Context: an optimization exercise on an open-source flow, tuned for small area, a short achievable clock period and few clock cycles per item. The choices shown serve that exercise and are no tape-out recipe.
In this exercise RTL edits were held to simulation tests only and were not proved equivalent to the original.
Power figures rest on the tool's default switching activity, not on a simulated workload.

== v14 ==
Design slot_merge_unit, start of the top module:
module slot_merge_unit (
    input  wire        clk,
    input  wire        rst,
    input  wire        in_valid,
    output wire        in_ready,
    input  wire        in_first,
    input  wire        in_last,
    input  wire [63:0] in_v,
    input  wire        in_t,
    input  wire        in_f,
    input  wire [1:0]  in_lane,
    input  wire [2:0]  in_action,
    input  wire [3:0]  in_op,
    input  wire [5:0]  in_ofs,
    input  wire [5:0]  in_width_m1,
    input  wire        in_bad,
    input  wire        in_bad_policy,
    input  wire [63:0] in_x,
    output reg         out_valid,
    input  wire        out_ready,
    output reg  [63:0] out_v,
    output reg         out_t,
    output reg         out_f,
    output reg         out_collide,
    output reg         out_invalid,
    output reg         out_saturated,
    output reg  [3:0]  out_skipped
);
    localparam ACT_WRITE = 3'd2, ACT_MERGE = 3'd3;
    wire in_mg  = (in_action == ACT_MERGE);
    wire in_sub = in_mg && ((in_op == 4'h2) || (in_op == 4'h3) || (in_op == 4'h4) || (in_op == 4'h5));
    wire in_cnt = in_mg && (in_op == 4'hA);
    wire [63:0] in_xc = in_cnt ? {63'd0, in_x[0]} : in_x;
    wire [63:0] in_y  = (in_xc << {in_ofs[5:3], 3'b000}) ^ {64{in_sub}};
    reg        rdy_q;
    reg        s1v;
    reg [63:0] sy;
    reg [5:0]  sofs, swm1;
    reg [3:0]  sop;
    reg        swr, smg, ssub, sbad, sbp, sfirst, slast;
    reg [63:0] v0;
    reg        t0, f0;
    reg [1:0]  lane;
    assign in_ready = rdy_q;
    wire take = in_valid && rdy_q;
    always @(posedge clk) begin
        sy     <= in_y;
  ...
Size: about 310 flip-flops, about 22000 µm² of cells after synthesis.
==> flow/config.mk <==
export PLATFORM = sky130hd
export DESIGN_NAME = slot_merge_unit
export DESIGN_NICKNAME = slot_merge_unit
export VERILOG_FILES = /design/flow/design.v
export SDC_FILE = /design/flow/constraint.sdc
export NUM_CORES = 8
export LEC_CHECK = 0
export CAP_MARGIN = 20
export CORE_MARGIN = 2
export CORE_UTILIZATION = 50
export PLACE_DENSITY = 0.65
export SETUP_SLACK_MARGIN = 2.0
export SLEW_MARGIN = 40
==> flow/constraint.sdc <==
create_clock -name core_clock -period 22.0 [get_ports {clk}]
set_input_delay 4.4000 -clock core_clock [delete_from_list [all_inputs] [get_ports {clk}]]
set_output_delay 4.4000 -clock core_clock [all_outputs]
set_load 0.01 [all_outputs]
standard.sh (not shown) runs the stock make flow with config.mk's settings and CLKGATE_MAP_FILE= SYNTH_SCRIPT=/design/flow/synth_recipe.tcl, a recipe that flattens the netlist after the stock synthesis.
==> flow/flow/run.sh <==
#!/bin/bash
# Standard synthesis, then the standard layout with these changes: ORFS's
# timing repair aims for a larger setup margin, the port buffers are buf_1,
# and clock tree synthesis clusters up to 20 registers per leaf buffer and
# inserts no dummy loads. The clock period and all constraints are unchanged.
set -euo pipefail
bash standard.sh synth > synth.log 2>&1
sed "s/SETUP_SLACK_MARGIN=[0-9.]*/SETUP_SLACK_MARGIN=16.5 'BUFFER_PORTS_ARGS=-buffer_cell sky130_fd_sc_hd__buf_1' 'CTS_ARGS=-sink_clustering_enable -repair_clock_nets -dont_use_dummy_load -sink_clustering_size 20 -sink_clustering_max_diameter 300'/" standard.sh > layout.sh
bash layout.sh > layout.log 2>&1
Testbench counts of v14, summed over its fixed seeds: cycles 50,915, slots 12,000.
Edits applied to the flow inputs when going from v14 to v11:
Settings: clearing PLACE_DENSITY, which used to be 0.65; swapping 50 for 40 in CORE_UTILIZATION.
==> flow/flow/run.sh <==
#!/bin/bash
set -euo pipefail
bash standard.sh synth > synth.log 2>&1
sed "s/SETUP_SLACK_MARGIN=[0-9.]*/SETUP_SLACK_MARGIN=16.5 'BUFFER_PORTS_ARGS=-buffer_cell sky130_fd_sc_hd__buf_1' 'CTS_ARGS=-sink_clustering_enable -repair_clock_nets -dont_use_dummy_load'/" standard.sh > layout.sh
bash layout.sh > layout.log 2>&1
Notes after the runs:
v11: synthesis-to-finish area growth higher than v14. When the final numbers for v14 and v11 were put side by side, the setup slack turned out to be smaller in v11. The flow did not stop early for v11: all stages ran, and the layout cleared the timing, design-rule and antenna checks. met2 wire length came out higher on v11 than on v14. v11 ends up with lower number of global-route vias before repair than v14 does. Looking at share of post-route cells with drive strength above 1, v11 sits 0.39 points higher than v14 does. v11 vs. v14: relative contribution of the clock network to total power picked up an extra 7.5 points; worst setup skew after layout lower; post-CTS repair timing setup buffer count down 1; via count now sits lower.

## P
slot_merge_unit again, from the RTL that the note above started with.
Settings: LEC_CHECK=0, CAP_MARGIN=20, CORE_MARGIN=2, CORE_UTILIZATION=40, SETUP_SLACK_MARGIN=2.0, SLEW_MARGIN=60; clock period 22.0 ns.
==> flow/flow/run.sh <==
#!/bin/bash
set -euo pipefail
bash standard.sh synth > synth.log 2>&1
sed "s/SETUP_SLACK_MARGIN=[0-9.]*/SETUP_SLACK_MARGIN=16.5 'BUFFER_PORTS_ARGS=-buffer_cell sky130_fd_sc_hd__buf_1' 'CTS_ARGS=-sink_clustering_enable -repair_clock_nets -dont_use_dummy_load'/" standard.sh > layout.sh
bash layout.sh > layout.log 2>&1
P reached the end of the flow, and the finished layout is clean on the timing, design-rule and antenna checks.
Testbench counts of P, summed over its fixed seeds: cycles 50,915, slots 12,000.
For Q, these inputs were changed with respect to P:
Settings: SLEW_MARGIN: 60 -> 40.
==> flow/flow/run.sh <==
#!/bin/bash
set -euo pipefail
bash standard.sh synth > synth.log 2>&1
sed "s/SETUP_SLACK_MARGIN=[0-9.]*/SETUP_SLACK_MARGIN=16.5 'BUFFER_PORTS_ARGS=-buffer_cell sky130_fd_sc_hd__buf_1' 'CTS_ARGS=-sink_clustering_enable -repair_clock_nets -dont_use_dummy_load -sink_clustering_size 24 -sink_clustering_max_diameter 300'/" standard.sh > layout.sh
bash layout.sh > layout.log 2>&1
Findings:
Summary of Q over P: post-detailed-routing wire length fell by about 0.4%, final standard cell area without fillers fell by 840 um2. Q ends up with a layout overhead on the synthesized area that is 3.9 points lower than in P. Q: full flow OK, the timing, design-rule and antenna checks passed.
diff inputs: Q => R
==> flow/flow/run.sh <==
#!/bin/bash
set -euo pipefail
bash standard.sh synth > synth.log 2>&1
sed "s/SETUP_SLACK_MARGIN=[0-9.]*/SETUP_SLACK_MARGIN=16.5 'BUFFER_PORTS_ARGS=-buffer_cell sky130_fd_sc_hd__buf_1' 'CTS_ARGS=-sink_clustering_enable -repair_clock_nets -dont_use_dummy_load -sink_clustering_size 20 -sink_clustering_max_diameter 300'/" standard.sh > layout.sh
bash layout.sh > layout.log 2>&1
Notes after the runs:
- The fmax of R and that of Q are within noise of each other.
- | routed wire length | R vs Q | ≈ equal |
- From Q to R the numbers moved as follows: minimum setup slack in the final design moved down; clock network fraction of design power went up 1.5 points.
- Compared with Q, R shows a lower number of ordinary and repair buffers in the finished layout.
- In terms of sequential share of layout area, Q and R differ only marginally.
- Fraction of power consumed by combinational cells: higher on Q
- Status: number of port buffers parity (Q, R)
## Diff of input files: S against R
Settings: an added PLACE_DENSITY of 0.6; a change of SLEW_MARGIN from 40 to 20.
==> flow/flow/run.sh <==
#!/bin/bash
set -euo pipefail
bash standard.sh synth > synth.log 2>&1
sed "s/SETUP_SLACK_MARGIN=[0-9.]*/SETUP_SLACK_MARGIN=16.5 'BUFFER_PORTS_ARGS=-buffer_cell sky130_fd_sc_hd__buf_1' 'CTS_ARGS=-sink_clustering_enable -repair_clock_nets -dont_use_dummy_load'/" standard.sh > layout.sh
bash layout.sh > layout.log 2>&1
[summary]
S vs R, net count reported at finish went up by 17.
Comparing R and S, the higher remaining max-slew budget at the tightest pin was measured on R.
Cells: S has more instances than R
In the metrics for R and S, the one carrying the lower number of DRC markers after the initial detailed-route iteration is R.
Re total standard cell area after synthesis: no difference whatsoever between S and R.
In terms of post-detailed-route wirelength per cell, S and R differ only marginally.
Taking R as the reference, in S layout cell share with drive strength beyond 1 neither gained nor lost much; area added between synthesis and finish went up 1.7 points; total met2 wirelength after detailed routing level.
S reports a higher final critical-path required period than R does.

Setup of v49:
Another version of the RTL of slot_merge_unit (not shown whole).
For scale: ~310 flip-flops, ~22000 um^2 of cells after synthesis.
## slot_merge_unit
module slot_merge_unit (
    input  wire        clk,
    input  wire        rst,
    input  wire        in_valid,
    output wire        in_ready,
    input  wire        in_first,
    input  wire        in_last,
    input  wire [63:0] in_v,
    input  wire        in_t,
    input  wire        in_f,
    input  wire [1:0]  in_lane,
    input  wire [2:0]  in_action,
    input  wire [3:0]  in_op,
    input  wire [5:0]  in_ofs,
    input  wire [5:0]  in_width_m1,
    input  wire        in_bad,
    input  wire        in_bad_policy,
    input  wire [63:0] in_x,
    output reg         out_valid,
    input  wire        out_ready,
    output reg  [63:0] out_v,
    output reg         out_t,
    output reg         out_f,
    output reg         out_collide,
    output reg         out_invalid,
    output reg         out_saturated,
    output reg  [3:0]  out_skipped
);
clock: 22.0 ns
lec_check: 0
cap_margin: 20
core_margin: 2
core_utilization: 40
place_density: 0.6
setup_slack_margin: 2.0
slew_margin: 20
==> flow/flow/run.sh <==
#!/bin/bash
set -euo pipefail
bash standard.sh synth > synth.log 2>&1
sed "s/SETUP_SLACK_MARGIN=[0-9.]*/SETUP_SLACK_MARGIN=17.0 'BUFFER_PORTS_ARGS=-buffer_cell sky130_fd_sc_hd__buf_1' 'CTS_ARGS=-sink_clustering_enable -repair_clock_nets -dont_use_dummy_load'/" standard.sh > layout.sh
bash layout.sh > layout.log 2>&1
Testbench counts of v49, summed over its fixed seeds: cycles 50,915, slots 12,000.
Modified inputs, v55 compared to v49
Settings: a change of CORE_UTILIZATION from 40 to 50; a change of PLACE_DENSITY from 0.6 to 0.7.
Findings:
v55: full flow OK, the timing, design-rule and antenna checks passed. Looking at total die area across v49 and v55, the one that comes out lower is v55. From v49 to v55 the numbers moved as follows: setup slack went down by 0.17 ns; first-iteration DRC count has increased; sequential cell count neither gained nor lost much; fraction of synthesized area in multiplexers has remained practically unchanged; remaining global-route overflow held steady. A most common cell after layout, fill and taps aside of nand2_1 is what v55 shows, while a21oi_1 belongs to v49. Taking v49 as the reference point, the final worst hold slack of v55 rises by 0.018 ns.
The following lists how v32 was set up differently from v55:
Settings: changing PLACE_DENSITY from 0.7 to 0.6; changing CORE_UTILIZATION from 50 to 40.
==> flow/flow/run.sh <==
#!/bin/bash
# Standard synthesis, then the standard layout with two changes: ORFS's timing
# repair aims for a larger setup margin, and the port buffers are buf_1.
# The clock period and all constraints are unchanged.
set -euo pipefail
bash standard.sh synth > synth.log 2>&1
sed "s/SETUP_SLACK_MARGIN=[0-9.]*/SETUP_SLACK_MARGIN=16.5 'BUFFER_PORTS_ARGS=-buffer_cell sky130_fd_sc_hd__buf_1'/" standard.sh > layout.sh
bash layout.sh > layout.log 2>&1
When the final numbers for v55 and v32 were put side by side, the met1 usage turned out to be greater in v55.
Re total of clock buffers placed in the layout: v55 and v32 aren't equal, and the lower value belongs to v55.
Re met3 track utilization from global routing: v55 was higher than v32.
Between v55 and v32, the flow reports average vias per placed instance decreasing by a little under 10%.
v32 vs. v55: first-pass GRT wire length shows a reduction of 7.3%, total of fill cells in the finished design shows an increase of 1666.
For v43, these inputs were changed with respect to v32:
Settings: PLACE_DENSITY now 0.75, was 0.6; CORE_UTILIZATION now 60, was 40.
==> flow/flow/run.sh <==
#!/bin/bash
# Standard synthesis, then the standard layout with three changes: ORFS's
# timing repair aims for a larger setup margin, the port buffers are buf_1,
# and clock tree synthesis inserts no dummy loads. The clock period and all
# constraints are unchanged.
set -euo pipefail
bash standard.sh synth > synth.log 2>&1
sed "s/SETUP_SLACK_MARGIN=[0-9.]*/SETUP_SLACK_MARGIN=16.5 'BUFFER_PORTS_ARGS=-buffer_cell sky130_fd_sc_hd__buf_1' 'CTS_ARGS=-sink_clustering_enable -repair_clock_nets -dont_use_dummy_load'/" standard.sh > layout.sh
bash layout.sh > layout.log 2>&1
Notes after the runs:
- The flow did not stop early for v43: all stages ran, and the layout cleared the timing, design-rule and antenna checks.
- Summary — post-CTS setup buffer count, v43 relative to v32: lower, by 3.
- v43 ended up with a higher number of cells on the worst reg-to-reg path than v32 did.
- v43 vs v32 on worst setup slack before clock tree synthesis: v43 is the higher one.
- Layout cell share with drive strength beyond 1 in v43 is 1.1 points below v32.
- Cmp v43 and v32 / met3 wire length / lower: v32
- Combinational power went up slightly going from v32 to v43.
- Re final critical-path share of the clock period: v43 is 0.34 points up on v32.
- Setup slack: v43 less than v32
- On global-route wire length before repair: between v43 and v32, it ends up higher for v32.
- From v32 to v43 the numbers moved as follows: global placement routability congestion rose 7.1%, remaining routing DRC violations about even.

-- afterwards: timing with drivers on the ports --
No port has a modelled driver above. Below, the same layouts with a new extraction and two added sets of constraints.
Step 1: set_driving_cell puts a clkbuf_16 on clk and a buf_2 on each other input, an assumption about the parent block.
Step 2 times the ports against the registers' clock, not the clock port: input delays grow and output delays shrink by t, the midpoint of the rising clock arrivals with the driver on.
Three values: no drivers, after step 1, after step 2; two values: the first two.
run | shift t [ns] | setup slack, ns | latest minus earliest clock arrival (ns) | worst register clock-pin slew, ns | cell pins on the clock port's net
v14 | 0.580 | 16.495 / 16.431 / 15.991 | 0.052 / 0.052 | 0.09 / 0.09 | 1
v11 | 0.605 | 16.472 / 16.415 / 16.002 | 0.042 / 0.042 | 0.07 / 0.07 | 1
P | 0.604 | 16.475 / 16.418 / 16.015 | 0.043 / 0.042 | 0.07 / 0.07 | 1
Q | 0.597 | 16.461 / 16.403 / 16.002 | 0.043 / 0.043 | 0.12 / 0.12 | 1
R | 0.597 | 16.449 / 16.391 / 16.024 | 0.049 / 0.050 | 0.10 / 0.10 | 1
S | 0.604 | 16.443 / 16.418 / 15.983 | 0.048 / 0.048 | 0.07 / 0.07 | 1
v49 | 0.609 | 16.489 / 16.434 / 15.920 | 0.031 / 0.031 | 0.06 / 0.06 | 1
v55 | 0.597 | 16.316 / 16.260 / 15.827 | 0.064 / 0.063 | 0.07 / 0.07 | 1
v32 | 0.612 | 16.461 / 16.402 / 16.000 | 0.033 / 0.034 | 0.07 / 0.07 | 1
v43 | 0.605 | 16.387 / 16.387 / 15.927 | 0.047 / 0.047 | 0.07 / 0.07 | 1
After both steps setup and hold are still met in every run listed. The setup slack of v49, which loses most, moves by -0.055 ns with the drivers and by -0.569 ns with both steps.
